Background: an optimization exercise with open tools, aiming at small area, a short achievable clock period and few clock cycles per item. Do not read the settings as production practice.
Only simulation tests tie the RTL to the original design; equivalence was not proved.

--- constraint.sdc ---
create_clock -name core_clock -period 62.0 [get_ports {clk}]
set_input_delay 12.4000 -clock core_clock [delete_from_list [all_inputs] [get_ports {clk}]]
set_output_delay 12.4000 -clock core_clock [all_outputs]
set_load 0.01 [all_outputs]
--- standard.sh ---
#!/bin/bash
# synth_recipe.tcl (not shown) runs the flow's synth.tcl, then flattens the netlist and writes it again
# the make line also repeats each setting of config.mk as NAME=value (left out here)
make -C /OpenROAD-flow-scripts/flow DESIGN_CONFIG=/design/flow/config.mk WORK_HOME=/design/flow/orfs CLKGATE_MAP_FILE= SYNTH_SCRIPT=/design/flow/synth_recipe.tcl "${@:-finish}"
--- flow/run.sh ---
#!/bin/bash
# The standard layout, with the port buffers placed as buf_2 cells instead of the
# resizer's default pick (a slow clkdlybuf4s50_1 delay cell). Everything else, synthesis
# included, is standard.sh unchanged.
set -euo pipefail
cd "$(dirname "$0")/.."
echo 'export BUFFER_PORTS_ARGS = -buffer_cell sky130_fd_sc_hd__buf_2' >> config.mk
bash standard.sh > standard.log 2>&1
--- config.mk ---
export PLATFORM = sky130hd
export DESIGN_NAME = codec_residue_coder
export DESIGN_NICKNAME = codec_residue_coder
export VERILOG_FILES = /design/flow/design.v
export SDC_FILE = /design/flow/constraint.sdc
export NUM_CORES = 4
export LEC_CHECK = 0
export ABC_AREA = 1
export CAP_MARGIN = 10
export CORE_MARGIN = 2
export CORE_UTILIZATION = 65
export CTS_BUF_LIST = sky130_fd_sc_hd__clkbuf_16
export CTS_CLUSTER_DIAMETER = 70
export CTS_CLUSTER_SIZE = 30
export PLACE_DENSITY = 0.8
export SLEW_MARGIN = 10
export BUFFER_PORTS_ARGS = -buffer_cell sky130_fd_sc_hd__buf_2
--- design.v ---
module codec_residue_coder (
    input  wire        clk,
    input  wire        rst,           
    input  wire        in_valid,
    output wire        in_ready,
    input  wire        in_first,      
    input  wire [1:0]  in_kind,       
    input  wire [2:0]  in_near,       
    input  wire        in_pred_ext,   
    input  wire [15:0] in_p,
    input  wire [15:0] in_x,
    input  wire [15:0] in_a,
    input  wire [15:0] in_b,
    input  wire [15:0] in_c,
    input  wire [15:0] in_d,
    output reg         out_valid,
    input  wire        out_ready,
    output wire [15:0] out_xr,        
    output wire [31:0] out_code,      
    output wire [5:0]  out_len        
);
    localparam NCTX = 50;
    function [16:0] f_range(input [1:0] kind, input [2:0] near);
        f_range =
            (kind == 2'd2 && near == 3'd0) ? 17'd65536 :
            (kind == 2'd2 && near == 3'd1) ? 17'd21846 :
            (kind == 2'd2 && near == 3'd2) ? 17'd13108 :
            (kind == 2'd2 && near == 3'd3) ? 17'd9364 :
            (kind == 2'd2 && near == 3'd4) ? 17'd7283 :
            (kind == 2'd2 && near == 3'd5) ? 17'd5959 :
            (kind == 2'd2 && near == 3'd6) ? 17'd5043 :
            (kind == 2'd2 && near == 3'd7) ? 17'd4370 :
            (kind == 2'd1 && near == 3'd0) ? 17'd256 :
            (kind == 2'd1 && near == 3'd1) ? 17'd86 :
            (kind == 2'd1 && near == 3'd2) ? 17'd52 :
            (kind == 2'd1 && near == 3'd3) ? 17'd38 :
            (kind == 2'd1 && near == 3'd4) ? 17'd30 :
            (kind == 2'd1 && near == 3'd5) ? 17'd25 :
            (kind == 2'd1 && near == 3'd6) ? 17'd21 :
            (kind == 2'd1 && near == 3'd7) ? 17'd18 :
            (near == 3'd0) ? 17'd1024 :
            (near == 3'd1) ? 17'd342 :
            (near == 3'd2) ? 17'd206 :
            (near == 3'd3) ? 17'd148 :
            (near == 3'd4) ? 17'd115 :
            (near == 3'd5) ? 17'd94 :
            (near == 3'd6) ? 17'd80 :
            17'd70;
    endfunction
    function [4:0] f_qbpp(input [1:0] kind, input [2:0] near);
        f_qbpp =
            (kind == 2'd2 && near == 3'd0) ? 5'd16 :
            (kind == 2'd2 && near == 3'd1) ? 5'd15 :
            (kind == 2'd2 && near == 3'd2) ? 5'd14 :
            (kind == 2'd2 && near == 3'd3) ? 5'd14 :
            (kind == 2'd2 && near == 3'd4) ? 5'd13 :
            (kind == 2'd2 && near == 3'd5) ? 5'd13 :
            (kind == 2'd2 && near == 3'd6) ? 5'd13 :
            (kind == 2'd2 && near == 3'd7) ? 5'd13 :
            (kind == 2'd1 && near == 3'd0) ? 5'd8 :
            (kind == 2'd1 && near == 3'd1) ? 5'd7 :
            (kind == 2'd1 && near == 3'd2) ? 5'd6 :
            (kind == 2'd1 && near == 3'd3) ? 5'd6 :
            (kind == 2'd1 && near == 3'd4) ? 5'd5 :
            (kind == 2'd1 && near == 3'd5) ? 5'd5 :
            (kind == 2'd1 && near == 3'd6) ? 5'd5 :
            (kind == 2'd1 && near == 3'd7) ? 5'd5 :
            (near == 3'd0) ? 5'd10 :
            (near == 3'd1) ? 5'd9 :
            (near == 3'd2) ? 5'd8 :
            (near == 3'd3) ? 5'd8 :
            (near == 3'd4) ? 5'd7 :
            (near == 3'd5) ? 5'd7 :
            (near == 3'd6) ? 5'd7 :
            5'd7;
    endfunction
    function [10:0] f_ainit(input [1:0] kind, input [2:0] near);
        f_ainit =
            (kind == 2'd2 && near == 3'd0) ? 11'd1024 :
            (kind == 2'd2 && near == 3'd1) ? 11'd341 :
            (kind == 2'd2 && near == 3'd2) ? 11'd205 :
            (kind == 2'd2 && near == 3'd3) ? 11'd146 :
            (kind == 2'd2 && near == 3'd4) ? 11'd114 :
            (kind == 2'd2 && near == 3'd5) ? 11'd93 :
            (kind == 2'd2 && near == 3'd6) ? 11'd79 :
            (kind == 2'd2 && near == 3'd7) ? 11'd68 :
            (kind == 2'd1 && near == 3'd0) ? 11'd4 :
            (kind == 2'd1 && near == 3'd1) ? 11'd2 :
            (kind == 2'd1 && near == 3'd2) ? 11'd2 :
            (kind == 2'd1 && near == 3'd3) ? 11'd2 :
            (kind == 2'd1 && near == 3'd4) ? 11'd2 :
            (kind == 2'd1 && near == 3'd5) ? 11'd2 :
            (kind == 2'd1 && near == 3'd6) ? 11'd2 :
            (kind == 2'd1 && near == 3'd7) ? 11'd2 :
            (near == 3'd0) ? 11'd16 :
            (near == 3'd1) ? 11'd5 :
            (near == 3'd2) ? 11'd3 :
            (near == 3'd3) ? 11'd2 :
            (near == 3'd4) ? 11'd2 :
            (near == 3'd5) ? 11'd2 :
            (near == 3'd6) ? 11'd2 :
            11'd2;
    endfunction
    function [4:0] div_step(input [3:0] rem, input nb, input [2:0] nr);
        reg [4:0] d;
        begin
            d = {1'b0, rem} - {2'b0, nr} - {4'b0, ~nb};
            div_step = d[4] ? {1'b0, rem[2:0], nb} : {1'b1, d[2:0], ~nb};
        end
    endfunction
    integer i, j;
    reg  skid_v;
    reg  rdy_q;
    wire adv = !skid_v;
    assign in_ready = rdy_q;
    reg        v0;
    reg        first0, pext0;
    reg [1:0]  kind0;
    reg [2:0]  near0;
    reg [15:0] x0, a0, b0, c0, d0, p0;
    always @(posedge clk) begin
        if (rst)
            v0 <= 1'b0;
        else if (adv)
            v0 <= in_valid;
        if (adv) begin
            first0 <= in_first;
            kind0  <= in_kind;
            near0  <= in_near;
            pext0  <= in_pred_ext;
            p0 <= in_p;
            x0 <= in_x;
            a0 <= in_a;
            b0 <= in_b;
            c0 <= in_c;
            d0 <= in_d;
        end
    end
    reg [1:0] kind_q;
    reg [2:0] near_q;
    wire [1:0] kind_s1 = first0 ? kind0 : kind_q;
    wire [2:0] near_s1 = first0 ? near0 : near_q;
    wire [16:0] d_ca = {1'b0, c0} - {1'b0, a0};    
    wire [16:0] d_bc = {1'b0, b0} - {1'b0, c0};    
    wire [16:0] d_db = {1'b0, d0} - {1'b0, b0};    
    wire [16:0] d_ab = {1'b0, a0} - {1'b0, b0};    
    wire [15:0] ad_ca = d_ca[16] ? -d_ca[15:0] : d_ca[15:0];
    wire [15:0] ad_bc = d_bc[16] ? -d_bc[15:0] : d_bc[15:0];
    wire [15:0] ad_db = d_db[16] ? -d_db[15:0] : d_db[15:0];
    wire c_gt_a = !d_ca[16] && (d_ca[15:0] != 16'd0);
    wire c_gt_b = d_bc[16];
    wire c_lt_a = d_ca[16];
    wire c_lt_b = !d_bc[16] && (d_bc[15:0] != 16'd0);
    wire a_gt_b = !d_ab[16] && (d_ab[15:0] != 16'd0);
    wire [17:0] act  = {2'b0, ad_db} + {2'b0, ad_bc} + {2'b0, ad_ca};
    wire [11:0] acts = (kind_s1 == 2'd2) ? act[17:6] : act[11:0];
    reg  [3:0]  g;
    always @(*) begin
        g = 4'd0;
        for (i = 0; i < 12; i = i + 1)
            if (acts[i]) g = i[3:0] + 4'd1;
    end
    wire [5:0] ctx_s1 = (g == 4'd12) ? {5'b11000, c_gt_a} : {g, c_gt_a, c_gt_b};
    reg [15:0] pred;
    always @(*) begin
        if (pext0)
            pred = p0;
        else if (!c_lt_a && !c_lt_b)         
            pred = a_gt_b ? b0 : a0;
        else if (!c_gt_a && !c_gt_b)         
            pred = a_gt_b ? a0 : b0;
        else
            pred = a0 + d_bc[15:0];          
    end
    wire [16:0] e    = {1'b0, x0} - {1'b0, pred};
    wire        sgn  = e[16];
    wire [16:0] n_s1 = (e ^ {17{sgn}}) + {13'd0, sgn} + {14'd0, near_s1};
    reg [3:0] rem_s1;
    reg [1:0] qh_s1;
    reg [4:0] st1;
    always @(*) begin
        rem_s1 = 4'd0;
        for (i = 16; i >= 15; i = i - 1) begin
            st1 = div_step(rem_s1, n_s1[i], near_s1);
            qh_s1[i-15] = st1[4];
            rem_s1 = st1[3:0];
        end
    end
    reg        v1, first1, sgn1;
    reg [1:0]  kind1;
    reg [2:0]  near1;
    reg [1:0]  qh1;
    reg [14:0] nl1;
    reg [3:0]  rem1;
    reg [15:0] x1;
    reg [5:0]  ctx1;
    always @(posedge clk) begin
        if (rst)
            v1 <= 1'b0;
        else if (adv)
            v1 <= v0;
        if (adv) begin
            if (v0 && first0) begin
                kind_q <= kind0;
                near_q <= near0;
            end
            first1 <= first0;
            kind1  <= kind_s1;
            near1  <= near_s1;
            sgn1   <= sgn;
            qh1    <= qh_s1;
            nl1    <= n_s1[14:0];
            rem1   <= rem_s1;
            x1     <= x0;
            ctx1   <= ctx_s1;
        end
    end
    reg [3:0] rem_d1;
    reg [6:0] qm_d1;
    reg [4:0] st2;
    always @(*) begin
        rem_d1 = rem1;
        for (i = 14; i >= 8; i = i - 1) begin
            st2 = div_step(rem_d1, nl1[i], near1);
            qm_d1[i-8] = st2[4];
            rem_d1 = st2[3:0];
        end
    end
    reg        v2, first2, sgn2;
    reg [1:0]  kind2;
    reg [2:0]  near2;
    reg [8:0]  qh2;
    reg [7:0]  nl2;
    reg [3:0]  rem2;
    reg [15:0] x2;
    reg [5:0]  ctx2;
    always @(posedge clk) begin
        if (rst)
            v2 <= 1'b0;
        else if (adv)
            v2 <= v1;
        if (adv) begin
            first2 <= first1;
            kind2  <= kind1;
            near2  <= near1;
            sgn2   <= sgn1;
            qh2    <= {qh1, qm_d1};
            nl2    <= nl1[7:0];
            rem2   <= rem_d1;
            x2     <= x1;
            ctx2   <= ctx1;
        end
    end
    reg [3:0] rem_d2;
    reg [7:0] ql_d2;
    reg [4:0] st3;
    always @(*) begin
        rem_d2 = rem2;
        for (i = 7; i >= 0; i = i - 1) begin
            st3 = div_step(rem_d2, nl2[i], near2);
            ql_d2[i] = st3[4];
            rem_d2 = st3[3:0];
        end
    end
    reg        v3, first3, sgn3;
    reg [1:0]  kind3;
    reg [2:0]  near3;
    reg [16:0] qa3;
    reg [3:0]  rem3;
    reg [15:0] x3;
    reg [5:0]  ctx3;
    always @(posedge clk) begin
        if (rst)
            v3 <= 1'b0;
        else if (adv)
            v3 <= v2;
        if (adv) begin
            first3 <= first2;
            kind3  <= kind2;
            near3  <= near2;
            sgn3   <= sgn2;
            qa3    <= {qh2, ql_d2};
            rem3   <= rem_d2;
            x3     <= x2;
            ctx3   <= ctx2;
        end
    end
    wire [16:0] range3 = f_range(kind3, near3);
    wire [16:0] thr    = ((range3 + 17'd1) >> 1) + {16'd0, sgn3 & ~range3[0]};
    wire        flip   = qa3 >= thr;
    wire        negq   = flip ? !sgn3 : (sgn3 && qa3 != 17'd0);
    wire [16:0] aqm    = (qa3 ^ {17{flip}}) + (flip ? range3 : {17{negq}}) + {16'd0, flip & sgn3};
    wire [16:0] m3     = {aqm[15:0], negq};
    wire signed [5:0]  tn  = $signed({3'b0, near3}) - $signed({2'b0, rem3});
    wire signed [5:0]  tns = sgn3 ? -tn : tn;
    wire signed [17:0] xr0 = $signed({2'b0, x3}) + tns;
    wire xr_ovf = (kind3 == 2'd2) ? xr0[16] :
                  (kind3 == 2'd1) ? (xr0[16:8] != 9'd0) : (xr0[16:10] != 7'd0);
    wire [15:0] maxv = (kind3 == 2'd2) ? 16'hffff : (kind3 == 2'd1) ? 16'h00ff : 16'h03ff;
    wire [15:0] xr3 = xr0[17] ? 16'd0 : xr_ovf ? maxv : xr0[15:0];
    reg [20:0]     ctx_a [0:NCTX-1];
    reg [5:0]      ctx_n [0:NCTX-1];
    reg [NCTX-1:0] ctx_v;
    wire [4:0]  qbpp   = f_qbpp(kind3, near3);
    wire [10:0] a_init = f_ainit(kind3, near3);
    reg [26:0] rd;
    reg        rd_v;
    always @(*) begin
        rd   = 27'd0;
        rd_v = 1'b0;
        for (i = 0; i < NCTX; i = i + 1) begin
            rd   = rd | ({ctx_a[i], ctx_n[i]} & {27{ctx3 == i}});
            rd_v = rd_v | (ctx_v[i] & (ctx3 == i));
        end
    end
    wire        use_init = first3 || !rd_v;
    wire [20:0] cur_a = use_init ? {10'd0, a_init} : rd[26:6];
    wire [5:0]  cur_n = use_init ? 6'd1 : rd[5:0];
    reg [21:0] zh;
    reg [20:0] zl;
    reg [15:0] c_k;
    reg        ge;
    reg [4:0]  k;
    always @(*) begin
        zh[21] = 1'b1;
        for (i = 20; i >= 0; i = i - 1)
            zh[i] = zh[i+1] & ~cur_a[i];
        zl[0] = 1'b1;
        for (i = 1; i <= 20; i = i + 1)
            zl[i] = zl[i-1] & ~cur_a[i-1];
        for (i = 0; i < 16; i = i + 1) begin
            ge = zl[i];
            for (j = 0; j < 6; j = j + 1)
                ge = (cur_n[j] & ~cur_a[i+j]) | (cur_n[j] & ge) | (~cur_a[i+j] & ge);
            c_k[i] = zh[i+6] & ge;
        end
        k = qbpp;
        for (i = 15; i >= 0; i = i - 1)
            if (c_k[i] && i < qbpp)
                k = i[4:0];
    end
    wire [21:0] a_sum = {1'b0, cur_a} + {6'd0, m3[16:1]} + {21'd0, m3[0]};
    wire        n_wrap = (cur_n == 6'd63);
    wire [20:0] a_new = n_wrap ? a_sum[21:1] : a_sum[20:0];
    wire [5:0]  n_new = n_wrap ? 6'd32 : cur_n + 6'd1;
    wire        wr    = v3 && adv;
    always @(posedge clk) begin
        if (wr) begin
            ctx_a[ctx3] <= a_new;
            ctx_n[ctx3] <= n_new;
        end
        for (i = 0; i < NCTX; i = i + 1)
            if (wr && (first3 || ctx3 == i))
                ctx_v[i] <= (ctx3 == i);
    end
    wire [16:0] u      = m3 >> k;
    wire [4:0]  ulimit = 5'd31 - qbpp;
    wire        esc    = u >= {12'd0, ulimit};
    wire [16:0] mm1    = m3 - 17'd1;
    wire [16:0] kmask  = ~(17'h1ffff << k);
    wire [16:0] code3  = esc ? ((17'd1 << qbpp) | mm1)
                             : ((17'd1 << k) | (m3 & kmask));
    wire [5:0]  len3   = esc ? 6'd32 : {1'b0, u[4:0]} + {1'b0, k} + 6'd1;
    reg [15:0] o_xr,  s_xr;
    reg [16:0] o_code, s_code;
    reg [5:0]  o_len, s_len;
    wire head_free = !out_valid || out_ready;
    always @(posedge clk) begin
        if (rst) begin
            out_valid <= 1'b0;
            skid_v    <= 1'b0;
            rdy_q     <= 1'b1;
        end else if (head_free) begin
            out_valid <= skid_v || wr;
            skid_v    <= 1'b0;
            rdy_q     <= 1'b1;
        end else if (wr) begin
            skid_v    <= 1'b1;
            rdy_q     <= 1'b0;
        end
        if (head_free) begin
            if (skid_v) begin
                o_xr <= s_xr; o_code <= s_code; o_len <= s_len;
            end else begin
                o_xr <= xr3;  o_code <= code3;  o_len <= len3;
            end
        end
        if (!head_free && wr) begin
            s_xr <= xr3; s_code <= code3; s_len <= len3;
        end
    end
    assign out_xr   = o_xr;
    assign out_code = {15'd0, o_code};
    assign out_len  = o_len;
endmodule
==> results.ini, run 1 <==
[outcome]
outcome=timing/DRC/antenna clean

[place]
hpwl_mm=162
portBuffers=147
placed_cells=8523
routabilityCongestion=0.992

[timing]
hold_viol_final=0
fin_hold_ws_ns=0.398
worstMarginPinSlew_ns=1.27
period_needed_ns=13.73
drv_slew=0
finalSetupTns_ns=0
slew_headroom_pct=12.9
fin_skew_ns=0.0803
setup_violations=0
rsz0062_at_grt=no
period_share_pct=22.1
max_freq_mhz=72.8

[global_route]
antenna_found_initial=7
grt_pass1_wl_mm=365
grt_overflow=0
grt_max_degree=96
grt_pass1_vias=54300
globalRouteTotalUtil_pct=40.5

[routing]
vias=57300
wl_mm=257
via_per_inst=6.60
first_pass_iters=8
ant_nets=0
route.detailed.drc=0
drt_iter0_drc=9825
avgRoutedWirePerCell_um=29.6

[synthesis]
synth_cells=6809
ys_ff_latch=1743
ys_async_sr_fraction_pct=0
synth.distinct_cells=68
synth_top_area_cell=edfxtp_1
synth.top_cell.area_share_pct=64.9
yosysWarnings=1
synth.most_common_cell=edfxtp_1
synth_edf_count=1736
synthFlopType=edfxtp_1
yosys-top-cells-area=edfxtp_1 65%, nand2_1 7.0%, ha_1 3.6%
synth_area_mm2=0.0803
ys_seq_area_share_pct=65.1
synthTopCellsByCount=1,736 x edfxtp_1, 1,505 x nand2_1, 620 x inv_1
syn-mean-instance-area_um2=11.8

[floorplan]
coreArea_mm2=0.122
die_y_um=356
dieArea_mm2=0.126
core.rowCount=128
fp.dieW_um=356
start_util_pct=65.7
ios=163

[critical_path]
max_stage_delay_ns=0.95
crit_slowest_cell=nor2_4
r2r_end=rem1[3]
cp_max_fo=42
crit_chain=buf_2, nor2_1, inv_2, buf_4, nor2_4
worstReg2RegStart=b0[0]
reg2regPathDepth=77
crit_arrival_ns=14.11
critPathRequiredTime_ns=62.38
end_kind=flip-flop
crit_type=input port to flip-flop
r2r_slack_ns=48.83
start_kind=input port

[worst_hold_path]
hp-start=ctx2[3]
min_to=ctx3[3]
hold_depth=0
hp-class=flip-flop to flip-flop

[cts]
htreeDepth=3
numCtsBuffers=87
postCtsSetupBuffers=0
cts.sinks=1743
cts_resized=0
cts-root-buf=clkbuf_16
clockBufferDepth=3
cts_tree=yes
clkLatencyLatePin_ns=0.81
clkTransAtPathRegs_ns=0.10
ctsHoldBuffers=0

[final_layout]
fillers=8157
nNetsFinal=7391
layout-drive-gt1-share_pct=9.40
syn2layout_area_growth_pct=8.63
finalNonFillerCells=8681

[flow_run]
drv_cap=0

final cells by class:
cell class                 count  area (um^2)  area share, %
sequential                  1743        52300           59.9
multi-input combinational   4196        25400           29.1
timing repair buffer         306         1970           2.25
antenna                        4         10.0         0.0115
inverter                     656         2470           2.83
tap                         1625         2030           2.33
clock buffer                  88         2200           2.52
clock inverter                63          928           1.06
per-layer routing:
layer	share of wire (%)	global-route usage (%)	vias up	wire length, um
met2	42	59.0	4739	108000
met1	34	54.1	27000	87600
li1	-	-	24500	-
met4	7.1	21.7	10	18200
met3	17	13.6	1088	42500
met5	0.094	1.17	-	241
registers in the layout, indices dropped and copies added, names as in the netlist, 17 cells and up:
name / flops
ctx_a: 1050
ctx_n: 300
ctx_v: 50
o_code: 17
qa3: 17
s_code: 17
critical path: cells and delay by family:
| kind | cells | cell delay, ns |
|---|---|---|
| buffers and inverters | 3 | 0.47 |
| and+or+nand+nor | 2 | 1.16 |
logic make-up after synthesis:
| group | synth area share [%] |
|---|---|
| compound gates | 8.59 |
| simple gates | 13.7 |
| fa+ha+maj | 5.18 |
| buf+inv | 4.46 |
| other cells | 0.00935 |
| mux | 0.174 |
| xor+xnor | 2.85 |
| flops | 65.1 |
worst max-delay path by stage:
| stage | startpoint | endpoint |
|---|---|---|
| after global placement | out_ready | s_code[0] |
| after CTS | o_code[6] | out_code[6] |
| after global routing | b0[0] | rem1[3] |
| after detailed placement | out_ready | s_len[1] |
| after floorplan | out_ready | s_code[0] |
| final | out_ready | s_code[6] |
cell usage in the layout (no fill, tap or decap), types with 88 or more instances in the layout:
master,netlist,final
edfxtp_1,1736,1736
nand2_1,1505,1504
inv_1,620,623
nor2_1,467,373
a21oi_1,304,302
nand3_1,241,241
ha_1,232,232
xor2_1,204,203
o21ai_0,186,177
a22o_1,176,176
buf_4,27,156
nand4_1,148,148
buf_2,81,147
nor2_4,8,93
a221oi_1,90,90
clkbuf_16,0,88
stage by stage:
stage / util, % / instance area [um^2] / worst slack [ns]
after floorplan: - / 80400 / 46.70
after global placement: 68.8 / 84100 / 47.51
after detailed placement: 68.8 / 84100 / 47.49
after CTS: 71.3 / 87200 / 48.25
after global routing: 71.4 / 87200 / 47.56
final: 71.4 / 87300 / 48.27
Testbench counts, summed over its fixed seeds: cycles 99,268, items 99,228.
==> inputs of run 2 (changes only) <==
--- a/config.mk
+++ b/config.mk
@@ -14,3 +14,4 @@
 export CTS_CLUSTER_SIZE = 30
-export PLACE_DENSITY = 0.8
+export GPL_ROUTABILITY_DRIVEN = 0
+export PLACE_DENSITY = 0.7
 export SLEW_MARGIN = 10
==> results.ini, run 2 <==
[synthesis]
ys_ff_latch=1743  ; unchanged
synth_cells=6809  ; unchanged
synth.most_common_cell=edfxtp_1
synth_top_area_cell=edfxtp_1
synth_edf_count=1736  ; unchanged
ys_async_sr_fraction_pct=0  ; unchanged
syn-mean-instance-area_um2=11.8  ; unchanged
yosys-top-cells-area=edfxtp_1 65%, nand2_1 7.0%, ha_1 3.6%
yosysWarnings=1  ; unchanged
synth_area_mm2=0.0803  ; unchanged
synthTopCellsByCount=1,736 x edfxtp_1, 1,505 x nand2_1, 620 x inv_1
synth.distinct_cells=68  ; unchanged
synth.top_cell.area_share_pct=64.9  ; unchanged
ys_seq_area_share_pct=65.1  ; unchanged
synthFlopType=edfxtp_1

[final_layout]
layout-drive-gt1-share_pct=9.72  ; +0.32 points
final_common_cell=edfxtp_1
regMostFlops=ctx_a
final_cell_mix=1,736 x edfxtp_1, 1,503 x nand2_1, 620 x inv_1
reg_top3=ctx_a (1050), ctx_n (300), ctx_v (50)
syn2layout_area_growth_pct=9.38
largest_register_ffs=1050  ; unchanged
nNetsFinal=7400  ; +0.12%

[floorplan]
core.rowCount=128  ; unchanged
coreArea_mm2=0.122  ; unchanged
die_y_um=356  ; unchanged
dieArea_mm2=0.126  ; unchanged
fp.dieW_um=356  ; unchanged
ios=163  ; unchanged
start_util_pct=65.7  ; unchanged

[critical_path]
cpMostUsedCell=a21oi_1
max_stage_delay_ns=0.81  ; -0.14 ns
crit_type=flip-flop to flip-flop
r2r_slack_ns=48.31  ; -0.52 ns
reg2regPathDepth=76  ; -1.3%
end_kind=flip-flop
critPathRequiredTime_ns=62.52  ; +0.14 ns
start_kind=flip-flop
cp_max_fo=20  ; -52%
r2r_end=rem1[3]
worstReg2RegStart=b0[0]
crit_arrival_ns=14.21  ; +0.10 ns
crit_slowest_cell=a21oi_2

[global_route]
grt_pass1_vias=52100  ; -4.0%
globalRouteTotalUtil_pct=40.5  ; about the same
grt_overflow=0  ; unchanged
grt_max_degree=181  ; +89%
grt_pass1_wl_mm=361  ; -1.0%
antenna_found_initial=9  ; +2

[routing]
first_pass_iters=9  ; +1
wl_mm=258  ; +0.44%
route.detailed.drc=0  ; unchanged
avgRoutedWirePerCell_um=29.6  ; +0.11%
drt_iter0_drc=9701  ; -1.3%
wl_met3_mm=42.4  ; -0.35%
drt-met1-wl_mm=91.8  ; +4.7%
via_per_inst=6.56  ; -0.61%
wl_met2_mm=109  ; +0.37%
ant_nets=0  ; unchanged
vias=57100  ; -0.29%
route.top_layer_used=met5

[outcome]
outcome=timing/DRC/antenna clean

[timing]
drv_slew=0  ; unchanged
max_freq_mhz=73.1  ; +0.31%
finalSetupTns_ns=0  ; unchanged
worstMarginPinSlew_ns=1.41  ; +0.140 ns
fin_hold_ws_ns=0.426  ; +0.0280 ns
period_share_pct=22.1  ; -0.068 points
period_needed_ns=13.69  ; -0.0419 ns
fin_skew_ns=0.0657  ; -0.0146 ns
setup_violations=0  ; unchanged
slew_headroom_pct=5.06  ; -7.9 points
hold_viol_final=0  ; unchanged
rsz0062_at_grt=no

[cts]
clkTransAtPathRegs_ns=0.10  ; about the same
cts_tree=yes
htreeDepth=3  ; unchanged
clockBufferDepth=3  ; unchanged
numCtsBuffers=96  ; +10%
ctsHoldBuffers=0  ; unchanged
cts-root-buf=clkbuf_16
cts_resized=0  ; unchanged
clkLatencyLatePin_ns=0.78  ; -0.03 ns
postCtsSetupBuffers=0  ; unchanged
cts.sinks=1743  ; unchanged

[place]
portBuffers=147  ; unchanged
hpwl_mm=162  ; +0.10%

[worst_hold_path]
hold_depth=0  ; unchanged
hp-start=nl1[7]
min_to=nl2[7]
hp-class=flip-flop to flip-flop

[flow_run]
drv_cap=0  ; unchanged

==> run 2: changes by cell type in the layout (fill, tap and decap cells not counted), moves of 4 or more <==
cell       change
nor2_4         +8
inv_6          -4
clkinv_8       +9
diode_2        +4
inv_12         +6
clkbuf_16     +11
nor2_2         -8
==> run 2: critical path, delay by kind of cell (launching register included) <==
kind	cells	cell delay (ns)
AO/OA/AOI/OAI	34	5.91
AND/OR/NAND/NOR	18	2.62
adder cells (fa/ha/maj)	8	2.28
buffers and inverters	15	1.91
flip-flops	1	0.44
XOR/XNOR	1	0.23
==> run 2: area by class of cell <==
type / instances / area, um^2
diodes: 8 / 20.0
clock buffers: 99 / 2480
clock inverters: 76 / 1190
fillers: 8398 / 34300
inverters: 656 / 2470
multi-input cells: 4196 / 25400
flip-flops and latches: 1743 / 52300
well taps: 1625 / 2030
repair buffers: 306 / 1990
==> run 2: metal layers <==
layer / global-route usage [%] / vias to the layer above
met2: 58.2 / 4470
met5: 0 / -
met3: 13.5 / 921
met1: 56.4 / 27200
li1: - / 24500
met4: 18.5 / 4
==> run 2: kinds of logic (layout without fill, tap and decap cells) <==
| group | count (synthesis) | after routing | share of synthesized area, % |
|---|---|---|---|
| simple gates | 2578 | 2578 | 13.7 |
| flops | 1743 | 1743 | 65.1 |
| compound gates | 1030 | 1030 | 8.59 |
| buf+inv | 885 | 1137 | 4.46 |
| fa+ha+maj | 296 | 296 | 5.18 |
| xor+xnor | 261 | 261 | 2.85 |
| mux | 14 | 14 | 0.174 |
| other cells | 2 | 25 | 0.00935 |
==> run 2: per-stage QoR <==
step           util [%]  cells  setup slack [ns]  cell area, um^2
3_3_place_gp       68.8   8522             47.72            84100
6_report           71.9   8709             48.31            87900
5_1_grt            71.9   8701             46.74            87800
2_1_floorplan         -   6824             46.70            80400
4_1_cts            71.8   8697             48.29            87800
3_5_place_dp       68.8   8522             47.72            84100
==> run 2: worst max-delay path by stage <==
stage | from | depth (start not counted) | end
after floorplan | out_ready | 3 | s_code[0]
after global placement | out_ready | 5 | s_code[1]
after detailed placement | out_ready | 5 | s_code[1]
after CTS | o_code[1] | 1 | out_code[1]
after global routing | b0[0] | 76 | rem1[3]
final | b0[0] | 76 | rem1[3]

[what the ideal ports hide]
The flow's constraints put no driver on any port. The routed layouts listed below were extracted and timed again, unchanged, in two steps. Step 1 sets driving cells, clkbuf_16 on the clock port and buf_2 on the other inputs (assumed; they add their load-dependent delay and slew). Step 2 times the ports against the registers' clock, not the clock port: input delays grow and output delays shrink by t, the midpoint of the rising clock arrivals with the driver on. Slacks: no drivers / after step 1 / after step 2; pairs: no drivers / after step 1.
| run | shift t [ns] | slack for setup (ns) | worst setup path after step 2 | cell pins on the clock port's net |
|---|---|---|---|---|
| run 1 | 0.839 | 48.270 / 48.205 / 47.487 | input to register | 1 |
| run 2 | 0.827 | 48.311 / 48.239 / 47.734 | input to register | 1 |
After both steps every run listed still meets setup and hold. For run 1, which loses most, drivers alone change the setup slack by -0.065 ns; drivers and shift together by -0.783 ns.
